Source: an optimization exercise on an open RTL-to-GDS flow (aim: small area, a short achievable clock period and few clock cycles per item). Production flows keep margins and buffers that such runs may drop. Function was checked by simulation only, so behaviour that the tests miss may differ from the original. Power and IR drop assume default switching activity.

## config.mk

```make
export PLATFORM = sky130hd
export DESIGN_NAME = press_f0_dec
export DESIGN_NICKNAME = press_f0_dec
export VERILOG_FILES = /design/flow/design.v
export SDC_FILE = /design/flow/constraint.sdc
export NUM_CORES = 4
export LEC_CHECK = 0
export ABC_AREA = 1
export CAP_MARGIN = 20
export CORE_MARGIN = 2
export CORE_UTILIZATION = 65
export PLACE_DENSITY = 0.75
export SLEW_MARGIN = 20
```

## constraint.sdc

```tcl
create_clock -name core_clock -period 22.0 [get_ports {clk}]
set_input_delay 4.4000 -clock core_clock [delete_from_list [all_inputs] [get_ports {clk}]]
set_output_delay 4.4000 -clock core_clock [all_outputs]
set_load 0.01 [all_outputs]
```

## design.v

```verilog
module press_f0_dec (
    input  wire        clk,
    input  wire        rst,
    input  wire        in_valid,
    output wire        in_ready,
    input  wire [31:0] in_data,
    input  wire        in_last,
    input  wire [31:0] in_base,
    input  wire [31:0] in_first_run,
    input  wire [13:0] in_nw,
    output wire        out_valid,
    input  wire        out_ready,
    output wire [31:0] out_data,
    output wire        out_last
);
    localparam [31:0] NO_RUN = 32'hC000_0000;
    localparam [2:0] MD_VAL  = 3'd0,    
                     MD_GAP  = 3'd1,    
                     MD_BODY = 3'd2,    
                     MD_HEAD = 3'd3,    
                     MD_L    = 3'd4;    
    reg [31:0] w0, w1, w2, w3;
    reg [6:0]  ptr;
    reg [6:0]  ptr_x;           
    reg [3:0]  rw_a, rw_x;      
    reg [1:0]  wp;
    reg [2:0]  vc;
    reg        got_last;        
    reg        idle;            
    reg [2:0]  md;
    reg        esc;             
    reg        hf_a, hf_x;      
    reg [31:0] p, q;
    reg [4:0]  plo;             
    reg [5:0]  phi;
    reg        pv;
    reg [19:0] ps;
    reg [9:0]  nrem;            
    reg [2:0]  body;
    reg [13:0] left;            
    reg [5:0]  mleft;           
    reg        d_left, d_nrem;
    reg [1:0]  d_mleft;
    wire [13:0] left_e  = left  - {13'd0, d_left};
    wire [9:0]  nrem_e  = nrem  - {9'd0, d_nrem};
    wire [5:0]  mleft_e = mleft - {4'd0, d_mleft};
    reg [4:0]  npos;            
    reg [10:0] a_m;  reg [4:0] n_m;
    reg [9:0]  a_g;  reg [4:0] n_g;
    reg [25:0] a_s;  reg [4:0] n_s;
    reg [14:0] a_l;  reg [4:0] n_l;
    reg [5:0]  pu;              
    reg        pm, pg;          
    reg        ph;              
    reg        hs;
    reg [9:0]  zl;              
    reg        pl, hl;
    reg        o_valid;
    reg        o_last;
    reg        o_selp;          
    reg [31:0] h;
    reg  [31:0] pbit;
    integer pb;
    always @(*)
        for (pb = 0; pb < 32; pb = pb + 1)
            pbit[pb] = pv && (pb >= plo) && (pb < phi);
    wire [31:0] p_cur = p ^ pbit;
    wire [31:0] q_cur = q | pbit;
    assign out_valid = o_valid;
    assign out_data  = o_selp ? p_cur : h;
    assign out_last  = o_last;
    wire hold_p  = o_valid && o_selp;
    wire load    = idle && !hold_p;
    assign in_ready = !got_last && !vc[2] && !(idle && hold_p);
    wire take_in = in_valid && in_ready;
    function [4:0] kof_small;
        input [10:0] a;
        input [4:0]  n;
        input [4:0]  kmax;
        integer i;
        reg hi, lo, done;
        reg [4:0] aw;
        begin
            kof_small = kmax;
            done = 1'b0;
            for (i = 0; i <= 6; i = i + 1) begin
                hi = |(a >> (i + 5));
                lo = |(a & ~(11'h7FF << i));
                aw = a >> i;
                if (!done && i < kmax && !hi && ({aw, lo} <= {n, 1'b0})) begin
                    kof_small = i[4:0];
                    done = 1'b1;
                end
            end
        end
    endfunction
    function [4:0] msb26;
        input [25:0] a;
        integer i;
        begin
            msb26 = 5'd0;
            for (i = 0; i < 26; i = i + 1)
                if (a[i]) msb26 = i[4:0];
        end
    endfunction
    function [4:0] kof_wide;
        input [25:0] a;
        input [4:0]  n;
        reg [4:0]  la, ln, k0;
        reg [25:0] nk;
        begin
            la = msb26(a);
            ln = msb26({21'd0, n});
            k0 = la - ln;
            nk = {21'd0, n} << k0;
            if (la < ln || a == 26'd0)
                kof_wide = 5'd0;
            else if (nk >= a)
                kof_wide = k0;
            else
                kof_wide = k0 + 5'd1;
        end
    endfunction
    wire [10:0] am_sum = a_m + {5'd0, pu};
    wire [9:0]  ag_sum = a_g + {4'd0, pu};
    wire [10:0] am_eff = !pm ? a_m : ph ? {1'b0, am_sum[10:1]} : am_sum;
    wire [9:0]  ag_eff = !pg ? a_g : ph ? {1'b0, ag_sum[9:1]}  : ag_sum;
    wire [4:0] k_m = kof_small(am_eff,          n_m, 5'd6);
    wire [4:0] k_g = kof_small({1'b0, ag_eff},  n_g, 5'd5);
    reg  [4:0] k_s, k_l;
    reg [4:0] k;
    always @(*) begin
        case (md)
            MD_VAL:  k = k_m;
            MD_GAP:  k = k_g;
            MD_HEAD: k = k_s;
            default: k = k_l;
        endcase
    end
    wire [6:0]  ptr_b = ~ptr_x;
    wire [3:0]  rw_b = ~rw_x;
    wire [31:0] wa_lo = ({32{rw_a[0]}} & w0) | ({32{rw_a[1]}} & w1)
                      | ({32{rw_a[2]}} & w2) | ({32{rw_a[3]}} & w3);
    wire [31:0] wb_lo = ({32{rw_b[0]}} & w0) | ({32{rw_b[1]}} & w1)
                      | ({32{rw_b[2]}} & w2) | ({32{rw_b[3]}} & w3);
    wire [31:0] wb_hi = ({32{rw_b[0]}} & w1) | ({32{rw_b[1]}} & w2)
                      | ({32{rw_b[2]}} & w3) | ({32{rw_b[3]}} & w0);
    wire [63:0] s5 = {wb_hi, wb_lo[31:16], wa_lo[15:0]};
    reg  [47:0] s4;
    reg  [39:0] s3;
    reg  [35:0] s2;
    reg  [33:0] s1;
    reg  [32:0] win;
    integer fi;
    always @(*) begin
        for (fi = 0; fi < 48; fi = fi + 1)
            s4[fi] = ((fi < 24) ? ptr[4] : ptr_b[4]) ? s5[fi + 16] : s5[fi];
        for (fi = 0; fi < 40; fi = fi + 1)
            s3[fi] = ((fi < 20) ? ptr[3] : ptr_b[3]) ? s4[fi + 8] : s4[fi];
        for (fi = 0; fi < 36; fi = fi + 1)
            s2[fi] = ((fi < 18) ? ptr[2] : ptr_b[2]) ? s3[fi + 4] : s3[fi];
        for (fi = 0; fi < 34; fi = fi + 1)
            s1[fi] = ((fi < 17) ? ptr[1] : ptr_b[1]) ? s2[fi + 2] : s2[fi];
        for (fi = 0; fi < 33; fi = fi + 1)
            win[fi] = ((fi < 17) ? ptr[0] : ptr_b[0]) ? s1[fi + 1] : s1[fi];
    end
    wire has_flag = hf_a;
    wire flag     = win[0];
    reg  [31:0] rw;
    always @(*)
        for (fi = 0; fi < 32; fi = fi + 1)
            rw[fi] = ((fi < 16) ? hf_a : !hf_x) ? win[fi + 1] : win[fi];
    reg [24:0] ones;         
    reg [23:0] fz;           
    reg [4:0]  q1;
    integer i, j;
    always @(*) begin
        for (i = 0; i <= 24; i = i + 1)
            ones[i] = &(rw[23:0] | (24'hFF_FFFF << i));
        for (i = 0; i < 24; i = i + 1)
            fz[i] = ones[i] & !rw[i];
        for (j = 0; j < 5; j = j + 1) begin
            q1[j] = 1'b0;
            for (i = 0; i < 24; i = i + 1)
                if ((i >> j) & 1) q1[j] = q1[j] | fz[i];
        end
        q1[4] = q1[4] | ones[24];
        q1[3] = q1[3] | ones[24];
    end
    wire start_esc = ones[24];
    wire [31:0] v    = rw >> q1 >> 1;
    wire [20:0] low  = v[20:0] & ~(21'h1F_FFFF << k);
    wire [20:0] u_rc = ({16'd0, q1} << k) | low;
    wire [20:0] u    = esc ? win[20:0] : u_rc;
    wire have = (vc[2] || vc[1] || got_last) && !idle;
    wire run  = have && !(o_valid && !out_ready);
    wire [20:0] zs     = h[20:0];
    wire [19:0] ps_new = ps + (zs[20:1] ^ {20{zs[0]}});    
    wire [4:0]  gidx   = npos + u[4:0];
    wire [5:0]  npos1  = {1'b0, npos} + 6'd1;
    wire [5:0]  gidx1  = npos1 + {1'b0, u[4:0]};       
    wire        ksame1 = (kof_small({1'b0, ag_eff}, n_g + 5'd1, 5'd5) == k_g);
    reg         z1, z2;
    always @(*) begin
        case (k_g[2:0])
            3'd0:    begin z1 = !rw[0];          z2 = (rw[1:0]  == 2'd0);  end
            3'd1:    begin z1 = (rw[1:0] == 0);  z2 = (rw[3:0]  == 4'd0);  end
            3'd2:    begin z1 = (rw[2:0] == 0);  z2 = (rw[5:0]  == 6'd0);  end
            3'd3:    begin z1 = (rw[3:0] == 0);  z2 = (rw[7:0]  == 8'd0);  end
            3'd4:    begin z1 = (rw[4:0] == 0);  z2 = (rw[9:0]  == 10'd0); end
            default: begin z1 = (rw[5:0] == 0);  z2 = (rw[11:0] == 12'd0); end
        endcase
    end
    wire        zrun  = z1 && !esc;
    wire        ztwo  = z2 && ksame1 && (mleft_e != 6'd1) && (n_g != 5'd31);
    wire [3:0]  zn    = ztwo ? 4'd2 : 4'd1;
    wire [5:0]  zhi1  = npos1;
    wire [5:0]  zhi2  = {1'b0, npos} + 6'd2;
    wire [5:0]  zhi   = ztwo ? zhi2 : zhi1;
    wire [4:0]  ng1   = n_g + 5'd1;
    wire [4:0]  ng2   = n_g + 5'd2;
    wire        zhalf = ztwo ? (n_g == 5'd30) : (n_g == 5'd31);
    wire [6:0]  kmask1 = ~(7'h7E << k);
    wire        mzero  = esc ? (win[5:0] == 6'd0) : ((rw[6:0] & kmask1) == 7'd0);
    wire [31:0] raw    = rw;
    wire        lit    = has_flag && flag;             
    wire        escnow = !esc && !lit && start_esc && (md != MD_BODY) && !(md == MD_GAP && zrun);
    wire [4:0]  o      = ptr[4:0];
    wire [6:0]  b_esc  = {2'd0, o} + {6'd0, has_flag};
    wire [6:0]  b_rc   = b_esc + {2'd0, k} + 7'd1;
    wire [6:0]  o_rc   = (start_esc ? b_esc : b_rc) + {2'd0, q1};
    wire [6:0]  oz1    = {2'd0, o} + {1'b0, k_g} + 7'd1;
    wire [6:0]  oz2    = {2'd0, o} + {1'b0, k_g, 1'b0} + 7'd2;
    wire [6:0]  opos   = (md == MD_GAP && zrun) ? (ztwo ? oz2 : oz1)
                       : (esc || md == MD_BODY) ? {2'd1, o}
                       : lit ? ((md == MD_HEAD) ? {2'd0, o} + 7'd33 : {2'd0, o} + 7'd1)
                       : o_rc;
    wire [6:0]  o_l1   = {2'd0, o} + 7'd1;
    wire [6:0]  o_l33  = {2'd0, o} + 7'd33;
    wire [6:0]  need1  = 7'd32 - b_rc;
    wire [31:0] ones_x = {7'd0, ones};
    wire        rc_pop = (b_rc >= 7'd32) || ones_x[need1[4:0]];
    wire [1:0]  opops  = (md == MD_GAP && zrun) ? (ztwo ? oz2[6:5] : oz1[6:5])
                       : (esc || md == MD_BODY) ? 2'd1
                       : lit ? ((md == MD_HEAD) ? o_l33[6:5] : o_l1[6:5])
                       : start_esc ? b_esc[6:5] + {1'b0, (b_esc[4:0] >= 5'd8)}
                       : {1'b0, rc_pop};
    reg         emit;        
    reg         emit_p;      
    reg  [31:0] hx;          
    reg  [2:0]  md_n;
    reg  [31:0] p_n, q_n;
    reg  [9:0]  nrem_n;
    reg  [2:0]  body_n;
    reg  [5:0]  mleft_n;
    reg  [4:0]  npos_n;
    reg         upd_m, upd_g, upd_s, upd_l;
    always @(*) begin
        emit    = 1'b0;
        emit_p  = 1'b0;
        hx      = raw;
        md_n    = md;
        p_n     = p_cur;
        q_n     = q_cur;
        nrem_n  = nrem_e;
        body_n  = body;
        mleft_n = mleft_e;
        npos_n  = npos;
        upd_m   = 1'b0;
        upd_g   = 1'b0;
        upd_s   = 1'b0;
        upd_l   = 1'b0;
        case (md)
            MD_VAL: begin
                if (lit) begin
                    p_n    = p_cur ^ q_cur;
                    emit   = 1'b1;
                    emit_p = 1'b1;
                end else if (!escnow) begin
                    upd_m = 1'b1;
                    q_n   = 32'd0;
                    if (mzero) begin
                        emit   = 1'b1;
                        emit_p = 1'b1;
                    end else begin
                        mleft_n = u[5:0];
                        npos_n  = 5'd0;
                        md_n    = MD_GAP;
                    end
                end
            end
            MD_GAP: if (zrun) begin
                npos_n  = zhi[4:0];
                if (ztwo ? (mleft_e == 6'd2) : (mleft_e == 6'd1)) begin
                    emit   = 1'b1;
                    emit_p = 1'b1;
                end
            end else if (!escnow) begin
                upd_g   = 1'b1;
                npos_n  = gidx1[4:0];
                if (mleft_e == 6'd1) begin
                    emit   = 1'b1;
                    emit_p = 1'b1;
                end
            end
            MD_BODY: begin
                hx     = rw;
                emit   = 1'b1;
                body_n = body - 3'd1;
                if (body == 3'd1)
                    md_n = MD_HEAD;
            end
            MD_HEAD: begin
                if (lit) begin
                    emit = 1'b1;
                    if (raw[31:30] == 2'b00) begin
                        nrem_n = raw[29:20];
                        md_n   = MD_VAL;
                    end else if (raw[31:30] == 2'b10) begin
                        body_n = 3'd5;
                        md_n   = MD_BODY;
                    end
                end else if (!escnow) begin
                    upd_s = 1'b1;
                    hx    = {11'd0, u};
                    md_n  = MD_L;
                end
            end
            default: if (!escnow) begin        
                upd_l  = 1'b1;
                hx     = {2'b00, u[9:0], ps_new};
                emit   = 1'b1;
                nrem_n = u[9:0];
                md_n   = MD_VAL;
            end
        endcase
        if (emit_p) begin
            md_n   = (nrem_e == 10'd0) ? MD_HEAD : MD_VAL;
        end
    end
    wire [1:0] pops = run ? opops : 2'd0;
    wire       hf_n = !escnow && (md_n == MD_VAL || md_n == MD_HEAD);
    wire [2:0] vc_t  = vc + {2'd0, take_in};
    wire [2:0] vc_n  = (pops == 2'd0) ? vc_t : (pops == 2'd1) ? vc_t - 3'd1 : vc_t - 3'd2;
    wire [1:0] rp1   = ptr[6:5] + 2'd1;
    wire [1:0] rp2   = ptr[6:5] + 2'd2;
    wire [6:0] ptr_n = {(opops == 2'd0) ? ptr[6:5] : (opops == 2'd1) ? rp1 : rp2, opos[4:0]};
    wire [3:0] rw_n  = (opops == 2'd0) ? rw_a
                     : (opops == 2'd1) ? {rw_a[2:0], rw_a[3]} : {rw_a[1:0], rw_a[3:2]};
    wire       pset = run && md == MD_GAP && (zrun || !escnow);
    wire       fin  = run && emit && (left_e == 14'd1);    
    always @(posedge clk) begin
        if (!vc[2]) begin
            case (wp)
                2'd0: w0 <= in_data;
                2'd1: w1 <= in_data;
                2'd2: w2 <= in_data;
                default: w3 <= in_data;
            endcase
        end
        p    <= p_cur;
        q    <= q_cur;
        plo  <= zrun ? npos : gidx;
        phi  <= zrun ? zhi : gidx1;
        pv   <= pset;
        k_s <= kof_wide(a_s, n_s);
        k_l <= kof_wide({11'd0, a_l}, n_l);
        if (pm) a_m <= am_eff;
        if (pg) a_g <= ag_eff;
        if (pl) a_l <= hl ? (a_l + {5'd0, zl}) >> 1 : a_l + {5'd0, zl};
        pm <= 1'b0;
        pg <= 1'b0;
        pl <= 1'b0;
        left    <= left_e;
        nrem    <= nrem_e;
        mleft   <= mleft_e;
        d_left  <= run && emit;
        d_nrem  <= run && emit_p;
        d_mleft <= (run && md == MD_GAP && (zrun || !escnow)) ? (zrun ? zn[1:0] : 2'd1) : 2'd0;
        if (load) begin
            p    <= in_base;
            q    <= 32'd0;
            body <= 3'd0;
            left <= in_nw;
            d_left  <= 1'b0;
            d_nrem  <= 1'b0;
            d_mleft <= 2'd0;
            esc  <= 1'b0;
            hf_a <= 1'b1;
            hf_x <= 1'b0;
            if (in_first_run != NO_RUN) begin
                ps   <= in_first_run[19:0];
                nrem <= in_first_run[29:20];
                md   <= MD_VAL;
            end else begin
                ps   <= 20'd0;
                md   <= MD_HEAD;
            end
            k_s <= 5'd0;
            k_l <= 5'd0;
            a_m <= 11'd1; n_m <= 5'd1;
            a_g <= 10'd1; n_g <= 5'd1;
            a_s <= 26'd1; n_s <= 5'd1;
            a_l <= 15'd1; n_l <= 5'd1;
        end else if (run && !idle) begin
            esc   <= escnow;
            md    <= md_n;
            hf_a  <= hf_n;
            hf_x  <= !hf_n;
            p     <= p_n;
            q     <= q_n;
            nrem  <= nrem_n;
            body  <= body_n;
            mleft <= mleft_n;
            npos  <= npos_n;
            if (emit) begin
                o_selp <= emit_p;
                o_last <= (left_e == 14'd1);
            end
            h <= hx;
            if (upd_m || upd_g) begin
                pu <= u[5:0];
                pm <= upd_m;
                pg <= upd_g;
                ph <= upd_m ? (n_m == 5'd31) : (n_g == 5'd31);
            end
            if (upd_m)
                n_m <= (n_m == 5'd31) ? 5'd16 : n_m + 5'd1;
            if (upd_g)
                n_g <= (n_g == 5'd31) ? 5'd16 : n_g + 5'd1;
            if (md == MD_GAP && zrun) begin
                pu  <= 6'd0;
                pg  <= 1'b1;
                ph  <= zhalf;
                n_g <= zhalf ? 5'd16 : ztwo ? ng2 : ng1;
            end
            if (upd_s) begin
                hs  <= (n_s == 5'd31);
                n_s <= (n_s == 5'd31) ? 5'd16 : n_s + 5'd1;
            end
            if (md == MD_HEAD && lit && raw[31:30] == 2'b00)
                ps <= raw[19:0];
            if (upd_l) begin
                ps  <= ps_new;
                a_s <= hs ? (a_s + {5'd0, zs}) >> 1 : a_s + {5'd0, zs};
                zl  <= u[9:0];
                hl  <= (n_l == 5'd31);
                pl  <= 1'b1;
                n_l <= (n_l == 5'd31) ? 5'd16 : n_l + 5'd1;
            end
        end
        if (rst) begin
            vc       <= 3'd0;
            ptr      <= 7'd0;
            ptr_x    <= 7'h7F;
            rw_a     <= 4'b0001;
            rw_x     <= 4'b1110;
            wp       <= 2'd0;
            got_last <= 1'b0;
            idle     <= 1'b1;
            o_valid  <= 1'b0;
        end else begin
            if (fin) begin
                vc       <= 3'd0;
                ptr      <= 7'd0;
                ptr_x    <= 7'h7F;
                rw_a     <= 4'b0001;
                rw_x     <= 4'b1110;
                wp       <= 2'd0;
                got_last <= 1'b0;
                idle     <= 1'b1;
            end else begin
                vc <= vc_n;
                if (run) begin
                    ptr   <= ptr_n;
                    ptr_x <= ~ptr_n;
                    rw_a  <= rw_n;
                    rw_x  <= ~rw_n;
                end
                if (take_in) begin
                    wp   <= wp + 2'd1;
                    idle <= 1'b0;
                    if (in_last)
                        got_last <= 1'b1;
                end
            end
            if (run && emit)
                o_valid <= 1'b1;
            else if (out_ready)
                o_valid <= 1'b0;
        end
    end
endmodule
```

## run.sh

```bash
#!/bin/bash
# synth_recipe.tcl (not shown) runs the flow's synth.tcl, then flattens the netlist and writes it again
# the make line also repeats each setting of config.mk as NAME=value (left out here)
make -C /OpenROAD-flow-scripts/flow DESIGN_CONFIG=/design/flow/config.mk WORK_HOME=/design/flow/orfs CLKGATE_MAP_FILE= SYNTH_SCRIPT=/design/flow/synth_recipe.tcl finish
```

==> results.txt, run 1 <==
- Max layer used: met4
- Tcrit/Tclk final: 38.0%
- Post-Synthesis Cells: 5307
- Distinct cells, synth: 75
- Initial antenna violation count: 1
- Worst-path fanout max: 61
- Reg2Reg Capture Point: vc[1]$_SDFF_PP0_
- Remaining antenna violation count: 0
- DRC: 0
- HPWL after detailed placement: 91000 um
- Power per cell area: 150 nW/um2
- Worst endpoint data arrival time: 8.60 ns
- Detailed Route Iter0 Violations: 4145
- Final std cells w/o fill: 6144
- Most frequent cell after synthesis: nand2_1
- WL met2: 54300 um
- Hold path depth: 2
- RR Startpoint: pu[0]$_SDFFCE_PP0P_
- Area contributors post-synth: edfxtp_1 17%, nand2_1 15%, dfxtp_1 13%
- Clk buf depth: 3
- Sequential-to-total area share from yosys stat: 30.1%
- Asr flop ratio synth: 0%
- R2R cell count: 41
- Final #Nets: 5722
- Crit-path most repeated cell: nand2_1
- CP endpoint: npos[1]$_SDFFCE_PN0P_
- Design area: 40100 um2
- CP cell instances: clkdlybuf4s50_1, inv_1, nand2_1, nand2_1, nor2_4, buf_4, inv_2, buf_4, nor3_1, inv_1, nand2_1, a21boi_0
- RSZ-0062 raised after global routing: false
- Worst hold slack: 0.454 ns
- Max Cap Viol: 0
- Peak VDD IR: 239 uV
- CTS H-tree lvls: 2
- YS warnings: 1
- Crit end category: flop
- CP startpoint kind: primary input
- First-pass GRT wire length: 187000 um
- Area after DPL: 38300 um2
- Number of vias per cell: 6.15
- Period minus WS final: 8.36 ns
- GP Congestion: 1.06
- Final Hold Viols: 0
- Tightest Pin Transition: 1.20 ns
- Fraction of final layout cells sized beyond drive strength 1: 5.89%
- Area Growth Syn to Fin: 9.56%
- Max Slew Vio Count: 0
- PortBufs: 149
- DR WL met3: 13200 um
- DR WL/cell: 19.9 um
- Io pins: 150
- Post-synth top cells: 1422 x nand2_1, 587 x nand3_1, 486 x inv_1, 446 x nor2_1, 298 x o21ai_0
- Syn_area_per_cell: 6.90 um2
- Clock skew: 0.0324 ns
- Cts repair resizes: 0
- Final wirelength: 122000 um
- Finished Core Util: 71.6%
- Worst hold path type: flop to flop
- Pin count of the biggest net entering global routing: 163
- Setup Buffers After CTS: 0
- Rel. slew slack: 19.2%
- Area fraction of the dominant cell type after synthesis: 17.1%
- Outcome: no timing/DRC/antenna violations
- Reg clk slew, reported paths: 0.07 ns
- Starting Density: 65.3%
- Kind of critical path: primary input to flop
- Placed Cells: 6047
- CP max stage cell: a21boi_0
- Die height: 241 um
- Setup slack, reg-to-reg: 13.83 ns
- Wl on met1: 48000 um
- Placeable Area: 56100 um2
- Row count: 87
- Max incr delay on CP: 0.76 ns
- DR vias: 37792
- Die ar.: 58300 um2
- Most used DFF post-synth: dfxtp_1
- Critical path origin: out_ready
- CTS Hold Buffers Added: 0
- Final Setup Violations: 0
- CTS tree: built
- Fmax: 120 MHz
- GRT Total Usage: 41.1%
- Vias in the first global route: 34590
- Post-Syn Area: 36600 um2
- Detailed Routing Iterations Pass 1: 7
- Root Buffer: clkbuf_16
- Largest area contributor in the netlist: edfxtp_1
- Grt ovf: 0
- Post-synthesis register bit count: 446
- Clk sinks: 446
- Die width: 241 um
- Final TNS setup: 0 ns
- Leakage: 18.2 nW
- Post-synth EDFFs: 209
- Clock latency at the later pin of the worst-skew pair: 0.62 ns
- Total CTS buffers: 49
- CP required: 22.25 ns
cells by family after synthesis:
logic type,synth area share (%)
compound gates,14.5
mux,0.0888
xor+xnor,4.47
flops,30.1
buf+inv,8.22
simple gates,33.4
fa+ha+maj,9.24
power breakdown:
group	leakage, nW	total [mW]	switching, mW	internal, mW
Combinational	13.5	3.94	2.78	1.16
Clock	0.845	0.888	0.369	0.519
Sequential	3.91	1.19	0.129	1.06
critical path, delay by kind of cell:
| kind | cells | cell delay [ns] |
|---|---|---|
| compound gates | 1 | 0.76 |
| simple gates | 5 | 1.15 |
| buf+inv | 6 | 2.22 |
flip-flops by register name, indices dropped and copies added, names as in the netlist, 6 cells and up:
register  cells
a_g          10
zl           10
q            32
pu            6
h            32
ps           20
w0           32
w3           32
left         14
nrem         10
a_s          26
w1           32
a_m          11
p            32
a_l          15
phi           6
w2           32
mleft         6
metrics by stage:
step                power, mW  worst slack (ns)
CTS                      5.85             13.71
floorplan                3.87             15.32
global placement         4.90             13.27
finish                   6.02             13.64
detailed placement       4.95             13.12
global route             6.40             13.18
how the worst min path moves through the flow:
| stage | start | to | slack, ns |
|---|---|---|---|
| 2_1_floorplan | q[10]$_SDFF_PP0_ | q[10]$_SDFF_PP0_ | 0.43 |
| 3_3_place_gp | q[11]$_SDFF_PP0_ | q[11]$_SDFF_PP0_ | 0.44 |
| 3_5_place_dp | q[24]$_SDFF_PP0_ | q[24]$_SDFF_PP0_ | 0.44 |
| 4_1_cts | q[24]$_SDFF_PP0_ | q[24]$_SDFF_PP0_ | 0.45 |
| 5_1_grt | q[30]$_SDFF_PP0_ | q[30]$_SDFF_PP0_ | 0.49 |
| 6_report | q[26]$_SDFF_PP0_ | q[26]$_SDFF_PP0_ | 0.45 |
final cells by class:
cell class	instances	area, um2
inverters	533	2000
multi-input cells	4136	22600
clock buffers	67	1430
diodes	2	5.00
well taps	756	946
clock inverters	25	312
flip-flops and latches	446	11000
repair buffers	179	1770
fillers	4726	15900
placed cells by master (no fill, tap or decap), drive strengths merged, types with 74 or more instances in the layout:
master	count
clkdlybuf4s50	149
a21oi	295
inv	517
nor2	481
dfxtp	237
nand3	624
ha	248
nand2	1476
nor3	74
edfxtp	209
o21ai	331
xor2	138
layer usage:
layer,vias up,GRT usage [%]
met2,2049,65.5
met4,0,21.2
met3,421,8.97
met1,17336,52.6
met5,-,0
li1,17986,-
Testbench counts, summed over its fixed seeds: cycles 381,304, items 152,338.
==> inputs of run 2 (changes only) <==
--- a/design.v
+++ b/design.v
@@ -69,3 +69,3 @@
     assign out_valid = o_valid;
-    assign out_data  = o_selp ? p_cur : h;
+    assign out_data  = (o_selp ? p : h) ^ pbit;
     assign out_last  = o_last;
@@ -239,5 +239,6 @@
     wire [6:0]  o_l33  = {2'd0, o} + 7'd33;
-    wire [6:0]  need1  = 7'd32 - b_rc;
+    wire [6:0]  need0  = 7'd31 - {2'd0, o} - {6'd0, has_flag};
+    wire [6:0]  need1  = need0 - {2'd0, k};           
     wire [31:0] ones_x = {7'd0, ones};
-    wire        rc_pop = (b_rc >= 7'd32) || ones_x[need1[4:0]];
+    wire        rc_pop = need1[6] || ones_x[need1[4:0]];
     wire [1:0]  opops  = (md == MD_GAP && zrun) ? (ztwo ? oz2[6:5] : oz1[6:5])
==> run 2 against run 1 <==
  * Still clean on timing, DRC and antenna
  * Sequential power decreased by 8%
  * Non-clock buffer count is 1 higher
  * Fmax grew 5.7%
  * Clock skew down 0.0016 ns
  * Clock-buffer cell count unchanged
  * First-iteration DRC count down 4.1%
  * Hold slack better by 0.0044 ns
  * Worst setup slack improved by 0.45 ns
  * Via count decreased by 0.82%
  * Synthesized cell count is 0.53% lower
  * Critical endpoint is now out_data[5]
  * Largest cell class unchanged
  * Largest power group unchanged
  * Highest routed layer is now met5
==> results.txt, run 2 <==
- CP startpoint kind: flop
- YS warnings: 1
- Initial antenna violation count: 4
- Final Hold Viols: 0
- DR vias: 37482
- Largest area contributor in the netlist: edfxtp_1
- Post-Synthesis Cells: 5279
- Crit end category: output port
- Clk buf depth: 3
- Max Cap Viol: 0
- Rel. slew slack: 17.1%
- Detailed Routing Iterations Pass 1: 8
- Fmax: 126 MHz
- Number of fill cells: 4827
- Total power draw: 4.36 mW
- Area contributors post-synth: edfxtp_1 17%, nand2_1 14%, dfxtp_1 13%
- Distinct cells, synth: 75
- DRC: 0
- Final #Nets: 5703
- Tcrit/Tclk final: 35.9%
- RSZ-0062 raised after global routing: false
- Most frequent cell after synthesis: nand2_1
- Placed Cells: 6012
- Sequential-to-total area share from yosys stat: 30.2%
- Wl on met1: 47700 um
- Placeable Area: 55300 um2
- Power per cell area: 110 nW/um2
- First-pass GRT wire length: 185000 um
- Post-synth EDFFs: 209
- Max layer used: met5
- CTS Hold Buffers Added: 0
- GRT Total Usage: 40.6%
- Area fraction of the dominant cell type after synthesis: 17.2%
- Clock latency at the later pin of the worst-skew pair: 0.62 ns
- Die height: 241 um
- Cts repair resizes: 0
- CP max stage cell: a311oi_1
- DR WL met3: 12600 um
- Die ar.: 58000 um2
- DR WL/cell: 19.6 um
- Final TNS setup: 0 ns
- WL met2: 53500 um
- Worst endpoint data arrival time: 3.51 ns
- Tightest Pin Transition: 1.23 ns
- Most used DFF post-synth: dfxtp_1
- Asr flop ratio synth: 0%
- Kind of critical path: flop to output port
- Row count: 86
- Leakage: 18.1 nW
- Pin count of the biggest net entering global routing: 85
- Period minus WS final: 7.91 ns
- Worst hold path type: flop to flop
- Final Setup Violations: 0
- Setup Buffers After CTS: 0
- CTS tree: built
- Remaining antenna violation count: 0
- Worst hold slack: 0.458 ns
- Max Slew Vio Count: 0
- Root Buffer: clkbuf_16
- PortBufs: 149
- Final wirelength: 120000 um
- Outcome: no timing/DRC/antenna violations
- Number of vias per cell: 6.14
- GP Congestion: 1.04
- Reg clk slew, reported paths: 0.06 ns
- Post-synthesis register bit count: 446
- Clk sinks: 446
- CTS H-tree lvls: 2
- Max incr delay on CP: 0.81 ns
- Worst-path fanout max: 4
- Grt ovf: 0
- Total CTS buffers: 51
- Starting Density: 66.0%
- Crit-path most repeated cell: inv_1
- Commonest non-fill, non-tap cell in the layout: nand2_1
- Io pins: 150
- Commonest cells after routing, fill and taps aside: 1375 x nand2_1, 554 x nand3_1, 512 x inv_1
- Detailed Route Iter0 Violations: 3975
- HPWL after detailed placement: 89600 um
- Post-synth top cells: 1375 x nand2_1, 554 x nand3_1, 512 x inv_1, 449 x nor2_1, 345 x o21ai_0
- Clock skew: 0.0308 ns
- Area Growth Syn to Fin: 8.86%
- CP required: 17.60 ns
- CP cell instances: inv_1, nor2_1, inv_1, nor2_1, inv_1, nor2_1, inv_1, a311oi_1, xnor2_1, clkdlybuf4s50_1
- Final std cells w/o fill: 6106
- Die width: 241 um
- Syn_area_per_cell: 6.91 um2
- Vias in the first global route: 34453
- Peak VDD IR: 179 uV
- Post-Syn Area: 36500 um2
- Fraction of final layout cells sized beyond drive strength 1: 4.41%
[run 2: area by class of cell]
class	count	area, um2	share of cell area, %
Clock inverter	26	180	0.454
Clock buffer	67	1380	3.46
Tap cell	748	936	2.36
Timing Repair Buffer	180	1720	4.34
Antenna cell	1	2.50	0.00630
Sequential cell	446	11000	27.7
Multi-Input combinational cell	4087	22400	56.4
Inverter	551	2070	5.22
[run 2: final timing paths]
check | start | to | slack [ns] | cells past startpoint
hold / removal | q[26]$_SDFF_PP0_ | q[26]$_SDFF_PP0_ | 0.46 | 2
setup reg to reg | pu[0]$_SDFFCE_PP0P_ | npos[4]$_SDFFCE_PN0P_ | 14.15 | 42
hold reg to reg | q[26]$_SDFF_PP0_ | q[26]$_SDFF_PP0_ | 0.46 | 2
setup / recovery | pv$_DFF_P_ | out_data[5] | 14.09 | 10
[run 2: power by group]
| group | switching (mW) | total, mW | internal [mW] | leakage, nW |
|---|---|---|---|---|
| clock | 0.359 | 0.812 | 0.454 | 0.770 |
| combinational | 1.73 | 2.46 | 0.722 | 13.5 |
| sequential | 0.0921 | 1.10 | 1.00 | 3.90 |
[run 2: critical path: cells and delay by family (launching register included)]
kind                      cells  cell delay, ns
xor gates and xnor gates      1            0.22
buffers and inverters         5            1.01
DFF                           1            0.42
AOI/OAI and AO/OA             1            0.81
and+or+nand+nor               3            0.43
[run 2: per-layer routing]
metal	up-vias	global-route usage [%]
met1	17270	53.2
li1	17828	-
met5	-	0.337
met4	2	19.4
met2	1974	65.1
met3	408	7.34
[run 2: cell families (layout without fill, tap and decap cells)]
family,after synthesis,count (layout),share of synthesized area [%]
AOI/OAI and AO/OA,940,940,14.9
muxes,17,17,0.466
xor gates and xnor gates,226,226,5.42
adders and majority gates,271,271,9.64
other,0,1,0
buffers and inverters,746,824,8.49
DFF,446,446,30.2
and+or+nand+nor,2633,2633,30.9
[run 2: stage by stage]
step	area [um2]	setup WS (ns)	utilization, %
after floorplan	36500	15.26	-
after global placement	38200	13.86	69.0
after detailed placement	38200	13.75	69.0
after CTS	39700	14.20	71.8
after global routing	39700	13.62	71.8
final	39700	14.09	71.8
Testbench counts of run 2, summed over its fixed seeds: cycles 381,304, items 152,338.
==> inputs of run 3 (changes only) <==
--- a/design.v
+++ b/design.v
@@ -21,6 +21,5 @@
                      MD_L    = 3'd4;    
-    reg [31:0] w0, w1, w2, w3;
+    reg [31:0] w0, w1, w2;
     reg [6:0]  ptr;
     reg [6:0]  ptr_x;           
-    reg [3:0]  rw_a, rw_x;      
     reg [1:0]  wp;
@@ -41,7 +40,2 @@
     reg [5:0]  mleft;           
-    reg        d_left, d_nrem;
-    reg [1:0]  d_mleft;
-    wire [13:0] left_e  = left  - {13'd0, d_left};
-    wire [9:0]  nrem_e  = nrem  - {9'd0, d_nrem};
-    wire [5:0]  mleft_e = mleft - {4'd0, d_mleft};
     reg [4:0]  npos;            
@@ -54,2 +48,3 @@
     reg        ph;              
+    reg [20:0] zs;              
     reg        hs;
@@ -69,3 +64,3 @@
     assign out_valid = o_valid;
-    assign out_data  = (o_selp ? p : h) ^ pbit;
+    assign out_data  = o_selp ? p_cur : h;
     assign out_last  = o_last;
@@ -73,3 +68,3 @@
     wire load    = idle && !hold_p;
-    assign in_ready = !got_last && !vc[2] && !(idle && hold_p);
+    assign in_ready = !got_last && (vc != 3'd3) && !(idle && hold_p);
     wire take_in = in_valid && in_ready;
@@ -140,9 +135,15 @@
     wire [6:0]  ptr_b = ~ptr_x;
-    wire [3:0]  rw_b = ~rw_x;
-    wire [31:0] wa_lo = ({32{rw_a[0]}} & w0) | ({32{rw_a[1]}} & w1)
-                      | ({32{rw_a[2]}} & w2) | ({32{rw_a[3]}} & w3);
-    wire [31:0] wb_lo = ({32{rw_b[0]}} & w0) | ({32{rw_b[1]}} & w1)
-                      | ({32{rw_b[2]}} & w2) | ({32{rw_b[3]}} & w3);
-    wire [31:0] wb_hi = ({32{rw_b[0]}} & w1) | ({32{rw_b[1]}} & w2)
-                      | ({32{rw_b[2]}} & w3) | ({32{rw_b[3]}} & w0);
+    reg  [31:0] wa_lo, wa_hi, wb_lo, wb_hi;
+    always @(*) begin
+        case (ptr[6:5])
+            2'd0: begin wa_lo = w0; wa_hi = w1; end
+            2'd1: begin wa_lo = w1; wa_hi = w2; end
+            default: begin wa_lo = w2; wa_hi = w0; end
+        endcase
+        case (ptr_b[6:5])
+            2'd0: begin wb_lo = w0; wb_hi = w1; end
+            2'd1: begin wb_lo = w1; wb_hi = w2; end
+            default: begin wb_lo = w2; wb_hi = w0; end
+        endcase
+    end
     wire [63:0] s5 = {wb_hi, wb_lo[31:16], wa_lo[15:0]};
@@ -194,19 +195,17 @@
     wire [20:0] u    = esc ? win[20:0] : u_rc;
-    wire have = (vc[2] || vc[1] || got_last) && !idle;
+    wire have = (vc[1] || got_last) && !idle;
     wire run  = have && !(o_valid && !out_ready);
-    wire [20:0] zs     = h[20:0];
     wire [19:0] ps_new = ps + (zs[20:1] ^ {20{zs[0]}});    
     wire [4:0]  gidx   = npos + u[4:0];
-    wire [5:0]  npos1  = {1'b0, npos} + 6'd1;
-    wire [5:0]  gidx1  = npos1 + {1'b0, u[4:0]};       
     wire        ksame1 = (kof_small({1'b0, ag_eff}, n_g + 5'd1, 5'd5) == k_g);
-    reg         z1, z2;
+    wire        ksame2 = (kof_small({1'b0, ag_eff}, n_g + 5'd2, 5'd5) == k_g);
+    reg         z1, z2, z3;
     always @(*) begin
         case (k_g[2:0])
-            3'd0:    begin z1 = !rw[0];          z2 = (rw[1:0]  == 2'd0);  end
-            3'd1:    begin z1 = (rw[1:0] == 0);  z2 = (rw[3:0]  == 4'd0);  end
-            3'd2:    begin z1 = (rw[2:0] == 0);  z2 = (rw[5:0]  == 6'd0);  end
-            3'd3:    begin z1 = (rw[3:0] == 0);  z2 = (rw[7:0]  == 8'd0);  end
-            3'd4:    begin z1 = (rw[4:0] == 0);  z2 = (rw[9:0]  == 10'd0); end
-            default: begin z1 = (rw[5:0] == 0);  z2 = (rw[11:0] == 12'd0); end
+            3'd0:    begin z1 = !rw[0];          z2 = (rw[1:0]  == 2'd0);  z3 = (rw[2:0]  == 3'd0);  end
+            3'd1:    begin z1 = (rw[1:0] == 0);  z2 = (rw[3:0]  == 4'd0);  z3 = (rw[5:0]  == 6'd0);  end
+            3'd2:    begin z1 = (rw[2:0] == 0);  z2 = (rw[5:0]  == 6'd0);  z3 = (rw[8:0]  == 9'd0);  end
+            3'd3:    begin z1 = (rw[3:0] == 0);  z2 = (rw[7:0]  == 8'd0);  z3 = (rw[11:0] == 12'd0); end
+            3'd4:    begin z1 = (rw[4:0] == 0);  z2 = (rw[9:0]  == 10'd0); z3 = (rw[14:0] == 15'd0); end
+            default: begin z1 = (rw[5:0] == 0);  z2 = (rw[11:0] == 12'd0); z3 = (rw[17:0] == 18'd0); end
         endcase
@@ -214,10 +213,20 @@
     wire        zrun  = z1 && !esc;
-    wire        ztwo  = z2 && ksame1 && (mleft_e != 6'd1) && (n_g != 5'd31);
-    wire [3:0]  zn    = ztwo ? 4'd2 : 4'd1;
-    wire [5:0]  zhi1  = npos1;
+    wire        ztwo  = z2 && ksame1 && (mleft != 6'd1) && (n_g != 5'd31);
+    wire        zthr  = ztwo && z3 && ksame2 && (mleft != 6'd2) && (n_g != 5'd30);
+    wire [3:0]  zn    = zthr ? 4'd3 : ztwo ? 4'd2 : 4'd1;
+    wire        zlast = zthr ? (mleft == 6'd3) : ztwo ? (mleft == 6'd2) : (mleft == 6'd1);
+    wire [5:0]  zl1   = {1'b0, k_g} + 6'd1;          
+    wire [5:0]  zl2   = {k_g, 1'b0} + 6'd2;
+    wire [5:0]  zl3   = zl1 + zl2;
+    wire [5:0]  zhi1  = {1'b0, npos} + 6'd1;
     wire [5:0]  zhi2  = {1'b0, npos} + 6'd2;
-    wire [5:0]  zhi   = ztwo ? zhi2 : zhi1;
+    wire [5:0]  zhi3  = {1'b0, npos} + 6'd3;
+    wire [5:0]  zhi   = zthr ? zhi3 : ztwo ? zhi2 : zhi1;
+    wire [5:0]  ml1   = mleft - 6'd1;
+    wire [5:0]  ml2   = mleft - 6'd2;
+    wire [5:0]  ml3   = mleft - 6'd3;
     wire [4:0]  ng1   = n_g + 5'd1;
     wire [4:0]  ng2   = n_g + 5'd2;
-    wire        zhalf = ztwo ? (n_g == 5'd30) : (n_g == 5'd31);
+    wire [4:0]  ng3   = n_g + 5'd3;
+    wire        zhalf = zthr ? (n_g == 5'd29) : ztwo ? (n_g == 5'd30) : (n_g == 5'd31);
     wire [6:0]  kmask1 = ~(7'h7E << k);
@@ -231,5 +240,6 @@
     wire [6:0]  o_rc   = (start_esc ? b_esc : b_rc) + {2'd0, q1};
-    wire [6:0]  oz1    = {2'd0, o} + {1'b0, k_g} + 7'd1;
-    wire [6:0]  oz2    = {2'd0, o} + {1'b0, k_g, 1'b0} + 7'd2;
-    wire [6:0]  opos   = (md == MD_GAP && zrun) ? (ztwo ? oz2 : oz1)
+    wire [6:0]  oz1    = {2'd0, o} + {1'b0, zl1};
+    wire [6:0]  oz2    = {2'd0, o} + {1'b0, zl2};
+    wire [6:0]  oz3    = {2'd0, o} + {1'b0, zl3};
+    wire [6:0]  opos   = (md == MD_GAP && zrun) ? (zthr ? oz3 : ztwo ? oz2 : oz1)
                        : (esc || md == MD_BODY) ? {2'd1, o}
@@ -237,13 +247,2 @@
                        : o_rc;
-    wire [6:0]  o_l1   = {2'd0, o} + 7'd1;
-    wire [6:0]  o_l33  = {2'd0, o} + 7'd33;
-    wire [6:0]  need0  = 7'd31 - {2'd0, o} - {6'd0, has_flag};
-    wire [6:0]  need1  = need0 - {2'd0, k};           
-    wire [31:0] ones_x = {7'd0, ones};
-    wire        rc_pop = need1[6] || ones_x[need1[4:0]];
-    wire [1:0]  opops  = (md == MD_GAP && zrun) ? (ztwo ? oz2[6:5] : oz1[6:5])
-                       : (esc || md == MD_BODY) ? 2'd1
-                       : lit ? ((md == MD_HEAD) ? o_l33[6:5] : o_l1[6:5])
-                       : start_esc ? b_esc[6:5] + {1'b0, (b_esc[4:0] >= 5'd8)}
-                       : {1'b0, rc_pop};
     reg         emit;        
@@ -265,5 +264,5 @@
         q_n     = q_cur;
-        nrem_n  = nrem_e;
+        nrem_n  = nrem;
         body_n  = body;
-        mleft_n = mleft_e;
+        mleft_n = mleft;
         npos_n  = npos;
@@ -294,3 +293,4 @@
                 npos_n  = zhi[4:0];
-                if (ztwo ? (mleft_e == 6'd2) : (mleft_e == 6'd1)) begin
+                mleft_n = zthr ? ml3 : ztwo ? ml2 : ml1;
+                if (zlast) begin
                     emit   = 1'b1;
@@ -300,4 +300,5 @@
                 upd_g   = 1'b1;
-                npos_n  = gidx1[4:0];
-                if (mleft_e == 6'd1) begin
+                npos_n  = gidx + 5'd1;
+                mleft_n = mleft - 6'd1;
+                if (mleft == 6'd1) begin
                     emit   = 1'b1;
@@ -325,3 +326,2 @@
                     upd_s = 1'b1;
-                    hx    = {11'd0, u};
                     md_n  = MD_L;
@@ -338,6 +338,7 @@
         if (emit_p) begin
-            md_n   = (nrem_e == 10'd0) ? MD_HEAD : MD_VAL;
+            nrem_n = nrem - 10'd1;
+            md_n   = (nrem == 10'd0) ? MD_HEAD : MD_VAL;
         end
     end
-    wire [1:0] pops = run ? opops : 2'd0;
+    wire [1:0] pops = run ? opos[6:5] : 2'd0;
     wire       hf_n = !escnow && (md_n == MD_VAL || md_n == MD_HEAD);
@@ -345,11 +346,9 @@
     wire [2:0] vc_n  = (pops == 2'd0) ? vc_t : (pops == 2'd1) ? vc_t - 3'd1 : vc_t - 3'd2;
-    wire [1:0] rp1   = ptr[6:5] + 2'd1;
-    wire [1:0] rp2   = ptr[6:5] + 2'd2;
-    wire [6:0] ptr_n = {(opops == 2'd0) ? ptr[6:5] : (opops == 2'd1) ? rp1 : rp2, opos[4:0]};
-    wire [3:0] rw_n  = (opops == 2'd0) ? rw_a
-                     : (opops == 2'd1) ? {rw_a[2:0], rw_a[3]} : {rw_a[1:0], rw_a[3:2]};
+    wire [1:0] rp1   = (ptr[6:5] == 2'd2) ? 2'd0 : ptr[6:5] + 2'd1;
+    wire [1:0] rp2   = (ptr[6:5] == 2'd0) ? 2'd2 : ptr[6:5] - 2'd1;
+    wire [6:0] ptr_n = {(opos[6:5] == 2'd0) ? ptr[6:5] : (opos[6:5] == 2'd1) ? rp1 : rp2, opos[4:0]};
     wire       pset = run && md == MD_GAP && (zrun || !escnow);
-    wire       fin  = run && emit && (left_e == 14'd1);    
+    wire       fin  = run && emit && (left == 14'd1);    
     always @(posedge clk) begin
-        if (!vc[2]) begin
+        if (vc != 3'd3) begin
             case (wp)
@@ -358,3 +357,3 @@
                 2'd2: w2 <= in_data;
-                default: w3 <= in_data;
+                default: ;
             endcase
@@ -364,3 +363,3 @@
         plo  <= zrun ? npos : gidx;
-        phi  <= zrun ? zhi : gidx1;
+        phi  <= zrun ? zhi : {1'b0, gidx} + 6'd1;
         pv   <= pset;
@@ -374,8 +373,2 @@
         pl <= 1'b0;
-        left    <= left_e;
-        nrem    <= nrem_e;
-        mleft   <= mleft_e;
-        d_left  <= run && emit;
-        d_nrem  <= run && emit_p;
-        d_mleft <= (run && md == MD_GAP && (zrun || !escnow)) ? (zrun ? zn[1:0] : 2'd1) : 2'd0;
         if (load) begin
@@ -385,5 +378,2 @@
             left <= in_nw;
-            d_left  <= 1'b0;
-            d_nrem  <= 1'b0;
-            d_mleft <= 2'd0;
             esc  <= 1'b0;
@@ -417,6 +407,8 @@
             if (emit) begin
+                left   <= left - 14'd1;
                 o_selp <= emit_p;
-                o_last <= (left_e == 14'd1);
+                o_last <= (left == 14'd1);
+                if (!emit_p)
+                    h <= hx;
             end
-            h <= hx;
             if (upd_m || upd_g) begin
@@ -435,5 +427,6 @@
                 ph  <= zhalf;
-                n_g <= zhalf ? 5'd16 : ztwo ? ng2 : ng1;
+                n_g <= zhalf ? 5'd16 : zthr ? ng3 : ztwo ? ng2 : ng1;
             end
             if (upd_s) begin
+                zs  <= u;
                 hs  <= (n_s == 5'd31);
@@ -456,4 +449,2 @@
             ptr_x    <= 7'h7F;
-            rw_a     <= 4'b0001;
-            rw_x     <= 4'b1110;
             wp       <= 2'd0;
@@ -467,4 +458,2 @@
                 ptr_x    <= 7'h7F;
-                rw_a     <= 4'b0001;
-                rw_x     <= 4'b1110;
                 wp       <= 2'd0;
@@ -477,7 +466,5 @@
                     ptr_x <= ~ptr_n;
-                    rw_a  <= rw_n;
-                    rw_x  <= ~rw_n;
                 end
                 if (take_in) begin
-                    wp   <= wp + 2'd1;
+                    wp   <= (wp == 2'd2) ? 2'd0 : wp + 2'd1;
                     idle <= 1'b0;
==> run 3 against run 2 <==
  * Still clean on timing, DRC and antenna
  * Combinational power is about 30% lower
  * Worst setup slack worse by 0.30 ns
  * Clock-buffer cell count is 6 lower
  * Largest power group unchanged
==> results.txt, run 3 <==
- # diodes: 0
- M1 GR Usage: 53.5%
- CTS tree: built
- Placed Cells: 6051
- Post-Syn Area: 37000 um2
- Clk sinks: 427
- Fraction of final layout cells sized beyond drive strength 1: 5.69%
- Total area of sequential cells: 10800 um2
- Critical path origin: pu[0]$_SDFFCE_PP0P_
- Cts repair resizes: 0
- Crit-path most repeated cell: nand2_1
- Final #Nets: 5758
- Leakage: 18.4 nW
- Total CTS buffers: 46
- Gr busiest metal: met2
- Largest area contributor in the netlist: edfxtp_1
- Die width: 242 um
- Grt ovf: 0
- R2R cell count: 44
- GP Congestion: 1.10
- Final Hold Viols: 0
- Pin count of the biggest net entering global routing: 71
- Reg clk slew, reported paths: 0.06 ns
- CTS H-tree lvls: 2
- Crit end category: flop
- CP startpoint kind: flop
- CP required: 22.51 ns
- Period minus WS final: 8.21 ns
- Distinct cells, synth: 87
- Area fraction of the dominant cell type after synthesis: 18.5%
- Placeable Area: 56300 um2
- CP endpoint: ptr_x[5]$_SDFFE_PP1P_
- Final TNS setup: 0 ns
- Flop pwr share: 28.4%
- Worst endpoint data arrival time: 8.72 ns
- Most used DFF post-synth: edfxtp_1
- PortBufs: 149
- Area contributors post-synth: edfxtp_1 19%, nand2_1 13%, dfxtp_1 11%
- Post-Synthesis Cells: 5294
- CP max stage cell: nand2_1
- Final Setup Violations: 0
- Clk buf depth: 3
- Detailed Route Iter0 Violations: 5013
- Combinational power share: 48.1%
- RR Startpoint: pu[0]$_SDFFCE_PP0P_
- Remaining antenna violation count: 0
- Area Growth Syn to Fin: 9.13%
- Number of vias per cell: 6.25
- Tcrit/Tclk final: 37.3%
- Post-synthesis register bit count: 427
- YS warnings: 1
- Final wirelength: 126000 um
- Commonest non-fill, non-tap cell in the layout: nand2_1
- GRT Total Usage: 41.5%
- Footprint of the multi-input gates: 22900 um2
- Setup Buffers After CTS: 0
- Syn_area_per_cell: 6.98 um2
- DR vias: 38372
- Clock skew: 0.0278 ns
- Power per cell area: 88.1 nW/um2
- Post-synth EDFFs: 228
- Worst-path fanout max: 13
- Commonest cells after routing, fill and taps aside: 1272 x nand2_1, 561 x nand3_1, 551 x inv_1
- Detailed Routing Iterations Pass 1: 7
- Asr flop ratio synth: 0%
- Net Sw Power: 1.64 mW
- Sequential-to-total area share from yosys stat: 29.3%
- Sw Ratio: 46.1%
- First-pass GRT wire length: 194000 um
- HPWL after detailed placement: 96000 um
- Kind of critical path: flop to flop
- Setup slack, reg-to-reg: 13.80 ns
- Worst hold slack: 0.453 ns
- Starting Density: 65.7%
- Row count: 87
- Peak VDD IR: 88.2 uV
- GR Util met2: 65.1%
- Vias in the first global route: 35560
- Final std cells w/o fill: 6137
- Io pins: 150
- Power Internal: 1.92 mW
- Number of fill cells: 4665
- Met3 Use GR: 9.79%
- Max incr delay on CP: 0.50 ns
- CTS Hold Buffers Added: 0
- Root Buffer: clkbuf_16
- Outcome: no timing/DRC/antenna violations
- Post-synth top cells: 1273 x nand2_1, 561 x nand3_1, 551 x inv_1, 425 x nor2_1, 327 x o21ai_0
- Clock share of power: 23.5%
- Most frequent cell after synthesis: nand2_1
- Initial antenna violation count: 3
- Max Cap Viol: 0
- Max Slew Vio Count: 0
- Die height: 242 um
- Reg2Reg Capture Point: ptr_x[5]$_SDFFE_PP1P_
- RSZ-0062 raised after global routing: false
- DRC: 0
- Tightest Pin Transition: 1.15 ns
- Clock latency at the later pin of the worst-skew pair: 0.63 ns
- Worst hold path type: flop to flop
- DR WL/cell: 20.6 um
- Fmax: 122 MHz
- Die ar.: 58800 um2
- Rel. slew slack: 22.7%
-- run 3: cell count changes after synthesis, moves of 32 or more --
cell | before | now
dfxtp_1 | 237 | 199
ha_1 | 254 | 286
nand2_1 | 1375 | 1273
o21ai_1 | 17 | 62
inv_1 | 512 | 551
nand4_1 | 61 | 100
-- run 3: metrics by stage --
stage / util (%) / setup WS (ns) / area [um2] / power, mW
floorplan: - / 15.08 / 37000 / 2.14
global placement: 68.8 / 14.13 / 38700 / 2.64
detailed placement: 68.8 / 14.03 / 38700 / 2.65
CTS: 71.7 / 13.96 / 40300 / 3.48
global route: 71.7 / 13.21 / 40300 / 3.72
finish: 71.7 / 13.80 / 40300 / 3.56
-- run 3: worst max-delay path: cells and delay by family (launching register included) --
| family | cells | cell delay (ns) |
|---|---|---|
| AOI/OAI and AO/OA | 10 | 1.71 |
| xor gates and xnor gates | 2 | 0.27 |
| adders and majority gates | 5 | 1.52 |
| DFF | 1 | 0.43 |
| and+or+nand+nor | 20 | 2.95 |
| buffers and inverters | 7 | 1.17 |
-- run 3: cell type report --
type | count | area share, %
well taps | 756 | 2.35
clock buffers | 61 | 3.18
repair buffers | 187 | 4.41
multi-input cells | 4084 | 56.8
clock inverters | 25 | 0.813
inverters | 597 | 5.60
flip-flops and latches | 427 | 26.9
-- run 3: metal layers --
metal	routed length, um	up-vias
met2	54900	2281
met1	49700	17652
li1	-	17994
met4	7200	2
met3	14400	443
met5	11	-
-- run 3: kinds of logic after synthesis --
logic type	Yosys count	share of synthesized area, %
AND/OR/NAND/NOR	2625	31.6
XOR/XNOR	216	5.14
buffers and inverters	787	8.86
adder cells (fa/ha/maj)	300	10.4
multiplexers	8	0.217
other	1	0.0101
flip-flops	427	29.3
AO/OA/AOI/OAI	930	14.4
-- run 3: power groups by stage --
stage | clock network (mW) | logic, mW | registers [mW]
2_1_floorplan | 0 | 1.15 | 0.995
3_3_place_gp | 0 | 1.61 | 1.02
3_5_place_dp | 0 | 1.62 | 1.02
4_1_cts | 0.837 | 1.64 | 1.01
5_1_grt | 0.864 | 1.85 | 1.01
6_report | 0.835 | 1.71 | 1.01
-- run 3: worst min path at each step --
stage                     startpoint  depth (start not counted)          endpoint  slack (ns)
global route        q[28]$_SDFF_PP0_                          2  q[28]$_SDFF_PP0_        0.48
CTS                 q[19]$_SDFF_PP0_                          2  q[19]$_SDFF_PP0_        0.46
global placement    q[19]$_SDFF_PP0_                          2  q[19]$_SDFF_PP0_        0.44
floorplan           q[11]$_SDFF_PP0_                          2  q[11]$_SDFF_PP0_        0.43
finish              q[10]$_SDFF_PP0_                          2  q[10]$_SDFF_PP0_        0.45
detailed placement  q[19]$_SDFF_PP0_                          2  q[19]$_SDFF_PP0_        0.45
Testbench counts of run 3, summed over its fixed seeds: cycles 361,143, items 152,338.
==> inputs of run 4 (changes only) <==
--- a/design.v
+++ b/design.v
@@ -48,3 +48,2 @@
     reg        ph;              
-    reg [20:0] zs;              
     reg        hs;
@@ -197,2 +196,3 @@
     wire run  = have && !(o_valid && !out_ready);
+    wire [20:0] zs     = h[20:0];
     wire [19:0] ps_new = ps + (zs[20:1] ^ {20{zs[0]}});    
@@ -326,2 +326,3 @@
                     upd_s = 1'b1;
+                    hx    = {11'd0, u};
                     md_n  = MD_L;
@@ -410,5 +411,4 @@
                 o_last <= (left == 14'd1);
-                if (!emit_p)
-                    h <= hx;
             end
+            h <= hx;
             if (upd_m || upd_g) begin
@@ -430,3 +430,2 @@
             if (upd_s) begin
-                zs  <= u;
                 hs  <= (n_s == 5'd31);
==> run 4 against run 3 <==
  * Critical path depth fell by 9
  * Clock skew rose by 0.0092 ns
  * Wire length fell by 3.6%
  * Combinational power rose by 11%
  * Still clean on timing, DRC and antenna
  * Sequential power barely moved
  * Synthesized cell count did not move
  * First-iteration DRC count fell by 1.5%
  * Total power rose by 3.5%
  * Fmax fell by 3.1%
  * Clock-buffer cell count rose by 1
  * Synthesized area fell by 1.9%
  * Largest cell class unchanged
==> results.txt, run 4 <==
- Syn_area_per_cell: 6.85 um2
- First-pass GRT wire length: 188000 um
- Clk buf depth: 3
- CTS H-tree lvls: 2
- Area fraction of the dominant cell type after synthesis: 17.2%
- Cts repair resizes: 0
- Max Cap Viol: 0
- CTS Hold Buffers Added: 0
- Clk sinks: 406
- HPWL after detailed placement: 92500 um
- Detailed Routing Iterations Pass 1: 7
- Commonest cells after routing, fill and taps aside: 1257 x nand2_1, 564 x inv_1, 562 x nand3_1
- GP Congestion: 1.07
- Post-Syn Area: 36200 um2
- Setup Buffers After CTS: 0
- Placeable Area: 55100 um2
- Most frequent cell after synthesis: nand2_1
- Area Growth Syn to Fin: 9.38%
- Distinct cells, synth: 75
- Row count: 86
- Placed Cells: 6039
- Worst endpoint data arrival time: 8.85 ns
- Final std cells w/o fill: 6125
- Post-synth top cells: 1258 x nand2_1, 565 x inv_1, 562 x nand3_1, 434 x nor2_1, 355 x o21ai_0
- Detailed Route Iter0 Violations: 4938
- Io pins: 150
- Vias in the first global route: 35238
- CTS tree: built
- DRC: 0
- Final Setup Violations: 0
- Crit end category: flop
- Commonest non-fill, non-tap cell in the layout: nand2_1
- Finished Core Util: 71.9%
- Final TNS setup: 0 ns
- Most used DFF post-synth: edfxtp_1
- Fmax: 118 MHz
- Post-synthesis register bit count: 406
- Number of fill cells: 4693
- Largest area contributor in the netlist: edfxtp_1
- Period minus WS final: 8.46 ns
- Reg clk slew, reported paths: 0.06 ns
- # diodes: 0
- Asr flop ratio synth: 0%
- Fraction of final layout cells sized beyond drive strength 1: 5.11%
- CP required: 22.38 ns
- Kind of critical path: flop to flop
- DR vias: 38016
- Rel. slew slack: 28.2%
- Worst hold path type: flop to flop
- Root Buffer: clkbuf_16
- Remaining antenna violation count: 0
- Final Hold Viols: 0
- YS warnings: 1
- R2R cell count: 35
- Outcome: no timing/DRC/antenna violations
- GRT Total Usage: 41.4%
- Peak VDD IR: 101 uV
- Post-synth EDFFs: 207
- Die ar.: 57700 um2
- Pin count of the biggest net entering global routing: 74
- Power per cell area: 92.8 nW/um2
- Die height: 240 um
- Die width: 240 um
- DR WL/cell: 19.9 um
- Clock latency at the later pin of the worst-skew pair: 0.64 ns
- Number of vias per cell: 6.21
- Area contributors post-synth: edfxtp_1 17%, nand2_1 13%, dfxtp_1 11%
- CP max stage cell: nor2_2
- Starting Density: 65.8%
- CP startpoint kind: flop
- Crit-path most repeated cell: nand2_1
- Max incr delay on CP: 0.83 ns
- Clock skew: 0.0370 ns
- Grt ovf: 0
- Tightest Pin Transition: 1.07 ns
- Hold path depth: 2
- Max Slew Vio Count: 0
- Tcrit/Tclk final: 38.5%
- Post-Synthesis Cells: 5294
- Final wirelength: 122000 um
- Worst hold slack: 0.453 ns
- Leakage: 18.2 nW
- Total CTS buffers: 47
- Initial antenna violation count: 3
- Final #Nets: 5755
- PortBufs: 149
- Sequential-to-total area share from yosys stat: 28.1%
- Worst-path fanout max: 73
- RSZ-0062 raised after global routing: false
- Setup slack, reg-to-reg: 13.54 ns
[run 4: cell count changes after synthesis, moves of 14 or more]
cell / change
edfxtp_1: -21
nand3b_1: +15
o211ai_1: +19
inv_1: +14
clkbuf_1: +24
o21ai_0: +28
a21oi_1: +16
nand2_1: -15
nand4_1: -49
[run 4: worst max-delay path: cells and delay by family (launching register included)]
family / cells / cell delay [ns]
buf+inv: 6 / 1.88
flops: 1 / 0.31
compound gates: 4 / 0.93
fa+ha+maj: 2 / 0.62
simple gates: 22 / 4.18
xor+xnor: 1 / 0.23
[run 4: logic make-up (layout without fill, tap and decap cells)]
logic type                 Yosys count  after routing  share of synthesized area [%]
buffers and inverters              804            883                           8.92
xor gates and xnor gates           209            209                           5.05
muxes                                5              5                          0.148
other                                1              5                         0.0103
and+or+nand+nor                   2565           2565                           31.1
AOI/OAI and AO/OA                 1004           1004                           16.0
DFF                                406            406                           28.1
adders and majority gates          300            300                           10.6
[run 4: through the flow]
step | instance area (um2) | setup WS, ns | power (mW)
2_1_floorplan | 36300 | 15.17 | 2.26
3_3_place_gp | 38100 | 13.90 | 2.78
3_5_place_dp | 38100 | 13.90 | 2.80
4_1_cts | 39600 | 13.91 | 3.60
5_1_grt | 39600 | 12.82 | 3.88
6_report | 39600 | 13.54 | 3.68
[run 4: cell type report]
class | instances | area [um2] | area share (%)
Multi-Input combinational cell | 4088 | 22800 | 57.6
Clock inverter | 24 | 246 | 0.622
Tap cell | 748 | 936 | 2.36
Inverter | 605 | 2280 | 5.74
Timing Repair Buffer | 192 | 1810 | 4.58
Sequential cell | 406 | 10200 | 25.7
Clock buffer | 62 | 1310 | 3.31
[run 4: final timing paths]
check	from	to
worst max-delay path	ptr_x[6]$_SDFFE_PP1P_	npos[4]$_SDFFCE_PN0P_
worst min-delay path	q[19]$_SDFF_PP0_	q[19]$_SDFF_PP0_
worst max register to register	ptr_x[6]$_SDFFE_PP1P_	npos[4]$_SDFFCE_PN0P_
worst min register to register	q[19]$_SDFF_PP0_	q[19]$_SDFF_PP0_
[run 4: report_power, final]
part           total (mW)  internal, mW  switching [mW]  leakage, nW
sequential          0.980         0.911          0.0698         3.60
clock               0.806         0.459           0.347        0.773
combinational        1.89         0.555            1.34         13.8
[run 4: layer usage]
metal  track usage, %  up-vias  share of wire, %
li1                 -    17972                 -
met1             54.1    17409                40
met2             65.6     2147                44
met3             8.77      482                11
met4             19.4        6               5.2
met5                0        -             0.033
Testbench counts of run 4, summed over its fixed seeds: cycles 361,143, items 152,338.

-- port drivers added, routing unchanged --
In the flow no input, the clock included, has a driving cell. The finished layouts below were timed again as built, in two steps.
Step 1 (the two cells are an assumption about what drives the block):
set clk [get_ports {clk}]
set_driving_cell -lib_cell sky130_fd_sc_hd__clkbuf_16 $clk
set_driving_cell -lib_cell sky130_fd_sc_hd__buf_2 [delete_from_list [all_inputs] $clk]
Step 2 times the ports against the registers' clock, not the clock port: input delays grow and output delays shrink by t, the midpoint of the rising clock arrivals with the driver on.
Slacks: no drivers / after step 1 / after step 2; pairs: no drivers / after step 1.
| run | t, ns | setup WS [ns] | slew at the worst register clock pin (ns) |
|---|---|---|---|
| run 1 | 0.674 | 13.643 / 13.677 / 13.002 | 0.07 / 0.07 |
| run 2 | 0.680 | 14.094 / 14.023 / 13.592 | 0.07 / 0.07 |
| run 3 | 0.681 | 13.795 / 13.795 / 13.795 | 0.07 / 0.07 |
| run 4 | 0.685 | 13.535 / 13.535 / 13.535 | 0.07 / 0.07 |
After both steps every run listed still meets setup and hold. The setup slack of run 1, which loses most, moves by +0.034 ns with the drivers and by -0.641 ns with both steps.
